Context: an optimization exercise on an open-source flow, tuned for small area, a short achievable clock period and few clock cycles. The choices shown serve that exercise and are no tape-out recipe. Function was checked by simulation only, so behaviour that the tests miss may differ from the original. Power is estimated from default activity; no workload was simulated.

==> flow/design.v (excerpt) <==
module adeger_core (
    input  wire        clk,
    input  wire        rst,
    input  wire        run,
    input  wire [15:0] entry,
    output wire [1:0]  state,
    output wire [3:0]  fault_cause,
    output wire [15:0] fault_pc,
    output wire [31:0] fault_word,
    output wire        imem_en,
    output wire [9:0]  imem_addr,
    input  wire [31:0] imem_rdata,
    output wire        dmem_en,
    output wire        dmem_we,
    output wire [8:0]  dmem_addr,
    output wire [47:0] dmem_wdata,
    input  wire [47:0] dmem_rdata,
    output wire        evt_valid,
    output wire [13:0] evt_code
);
For scale: ~6200 cells after synthesis, ~240 I/O pins.
clock: 12.0 ns
lec_check: 0
cap_margin: 40
core_margin: 2
core_utilization: 40
place_density: 0.6
slew_margin: 30
standard.sh (not shown) runs the stock make flow with config.mk's settings and CLKGATE_MAP_FILE= SYNTH_SCRIPT=/design/flow/synth_recipe.tcl, a recipe that flattens the netlist after the stock synthesis.
==> flow/flow/run.sh <==
#!/bin/bash
# The standard layout with its constraints, with these changes to how it is
# made: timing repair aims further below the clock period (setup margin),
# the resizer may swap a cell for one of another footprint, and the port
# buffers are buf_4 cells.
set -o pipefail
bash standard.sh SETUP_SLACK_MARGIN=7 MATCH_CELL_FOOTPRINT=0 \
    'BUFFER_PORTS_ARGS=-buffer_cell sky130_fd_sc_hd__buf_4' finish > standard.log 2>&1
The starting point passed the timing, DRC and antenna checks.
Testbench counts at the start, summed over its fixed seeds: cycles 199,151.
Edit:
--- a/flow/design.v
+++ b/flow/design.v
@@ -36,22 +36,21 @@
     reg        e_v;
     reg [15:0] e_pc;
     reg [31:0] e_ir;         
     reg        e_fault;      
     reg [2:0]  e_cause;
     reg [47:0] e_opa, e_opb;
     reg [3:0]  e_rd;
     reg        e_ldconf;     
     reg        e_a_ld, e_b_ld;   
     reg        e_imm_sx;
-    reg        e_rs_sum, e_rs_and, e_rs_or, e_rs_xor, e_rs_shl, e_rs_shr, e_rs_ldsh, e_rs_b;
-    reg [5:0]  e_sh;         
+    reg        e_rs_sum, e_rs_and, e_rs_or, e_rs_xor, e_rs_sh, e_rs_ldsh, e_rs_b;
     reg        e_inv, e_cin, e_sh_left, e_sh_arith;
     reg        e_setfl, e_cmp_s, e_c_add, e_c_sub, e_c_sh, e_v_en;
     reg        e_we_w, e_we_a, e_we_fl;
     reg        e_ld, e_st, e_evt, e_halt, e_call, e_ret, e_loop;
     reg        e_taken;      
     reg        e_replay;     
     reg [15:0] e_tgt;        
     reg [8:0]  e_maddr;      
     reg        ldwb;
     reg [3:0]  ld_rd;
@@ -199,31 +198,31 @@
     wire [47:0] ao = opa | bx;
     wire        sum_z   = ~|(ax ^ {ao[46:0], e_cin});
     wire        sum_one = (ax[0] ^ e_cin) & ~|(ax[47:1] ^ {ao[46:1], opa[0] & bx[0]});
     function [47:0] rev48(input [47:0] x);
         integer k;
         begin
             for (k = 0; k < 48; k = k + 1)
                 rev48[k] = x[47 - k];
         end
     endfunction
-    wire [5:0]   sh    = e_sh;
+    wire [5:0]   sh    = opb[5:0];
     wire [47:0]  shx   = e_sh_left ? rev48(opa) : opa;
     wire [112:0] sht   = {64'd0, shx, 1'b0} >> sh;
     wire [47:0]  shr   = sht[48:1];
     wire         shc   = sht[0];
     wire         sfill = e_sh_arith & opa[47] & sh[5] & sh[4];
+    wire [47:0]  shres = (e_sh_left ? rev48(shr) : shr) | {48{sfill}};
     wire [47:0] res_ns = ({48{e_rs_and}}  & (opa & opb))
                        | ({48{e_rs_or}}   & (opa | opb))
                        | ({48{e_rs_xor}}  & (opa ^ opb))
-                       | ({48{e_rs_shr}}  & (shr | {48{sfill}}))
-                       | ({48{e_rs_shl}}  & rev48(shr))
+                       | ({48{e_rs_sh}}   & shres)
                        | ({48{e_rs_ldsh}} & {opa[33:0], e_imm})
                        | ({48{e_rs_b}}    & opb);
     wire [47:0] result = res_ns | ({48{e_rs_sum}} & sum);
     wire fz = e_rs_sum ? sum_z : (res_ns == 48'd0);
     wire fn = e_cmp_s ? (sum[47] ^ vflag) : result[47];
     wire fc = (e_c_add & cout) | (e_c_sub & ~cout) | (e_c_sh & shc);
     wire fv = e_v_en & vflag;
     wire r_one = e_rs_sum ? sum_one : (res_ns == 48'd1);
     wire ld_one = (dmem_rdata == 48'd1);
     wire [5:0] fl_fwd = (e_v & e_we_fl) ? result[5:0] :
@@ -381,51 +380,47 @@
             if (ending || (load_e && d_end)) begin
                 running <= 1'b0;
                 e_v     <= 1'b0;
             end
         end
     end
     always @(posedge clk) begin
         if (load_e) begin
             e_opa   <= opa_d;
             e_opb   <= opb_d;
-            e_sh    <= opb_d[5:0];
             e_taken <= d_taken;
         end else if (stall) begin
             if (e_a_ld)
                 e_opa <= dmem_rdata;
-            if (e_b_ld) begin
+            if (e_b_ld)
                 e_opb <= dmem_rdata;
-                e_sh  <= dmem_rdata[5:0];
-            end
             if (e_loop && e_a_ld)
                 e_taken <= ~ld_one;
         end
     end
     always @(posedge clk) begin
         if (load_e) begin
             e_pc       <= f_pc;
             e_ir       <= d_pcr ? 32'd0 : iw;
             e_cause    <= d_cause;
             e_fault    <= d_cause != C_NONE;
             e_rd       <= d_rd;
             e_a_ld     <= d_a_w && d_ra == e_rd;
             e_b_ld     <= d_b_w && d_rb == e_rd;
             e_ldconf   <= e_ld && (d_we_w || (d_a_w && d_ra == e_rd) ||
                                    (d_b_w && d_rb == e_rd));
             e_imm_sx   <= d_imm_sx;
             e_rs_sum   <= d_k_add || d_k_sub || d_cmp || d_loop;
             e_rs_and   <= d_alu && d_kind == 4'd4;
             e_rs_or    <= d_alu && d_kind == 4'd5;
             e_rs_xor   <= d_alu && d_kind == 4'd6;
-            e_rs_shl   <= d_alu && d_kind == 4'd7;
-            e_rs_shr   <= d_alu && (d_kind == 4'd8 || d_kind == 4'd9);
+            e_rs_sh    <= d_k_sh;
             e_rs_ldsh  <= d_ldish;
             e_rs_b     <= d_ldi && !d_ldish;
             e_inv      <= d_k_sub || d_cmp || d_loop;
             e_cin      <= d_k_sub || d_cmp;
             e_sh_left  <= d_alu && d_kind == 4'd7;
             e_sh_arith <= d_alu && d_kind == 4'd9;
             e_setfl    <= d_alu && !d_dst_fl;
             e_cmp_s    <= d_cmp && !d_cmpp;
             e_c_add    <= d_k_add;
             e_c_sub    <= d_k_sub || (d_cmp && !d_cmpp);
=> Count of clock-buffer cells in the layout went up by 10; critical path depth grows by 3; sequential power stays flat; synthesized area barely changes; wire length shrinks by 1.4%; clock skew goes up by 0.0098 ns; utilization rose by 0.91 points; die area hardly moves; sequential share of layout area drops by 0.72 points; register-to-register slack got worse by 0.06 ns.
Testbench counts after the change, summed over its fixed seeds: cycles 199,151.

[afterwards: timing with drivers on the ports]
How much do the figures lean on ideal ports? The routed layouts below were timed once more, with nothing changed but the port constraints. Step 1: set_driving_cell puts a clkbuf_16 on clk and a buf_2 on each other input, an assumption about the parent block. Step 2 also shifts input and output timing later by t, the mid clock arrival at the registers, as if the neighbouring blocks saw the same clock. Three values: ideal, step 1, step 2; two values: the first two.
| run | t, ns | setup WS [ns] | latest minus earliest clock arrival (ns) | worst register clock-pin slew, ns |
|---|---|---|---|---|
| the first run | 0.861 | 6.554 / 6.504 / 5.643 | 0.077 / 0.077 | 0.07 / 0.07 |
| the second run | 0.891 | 6.681 / 6.681 / 5.883 | 0.089 / 0.089 | 0.07 / 0.07 |
After both steps setup and hold are still met in every run listed. For the first run, which loses most, drivers alone change the setup slack by -0.050 ns; drivers and shift together by -0.911 ns.
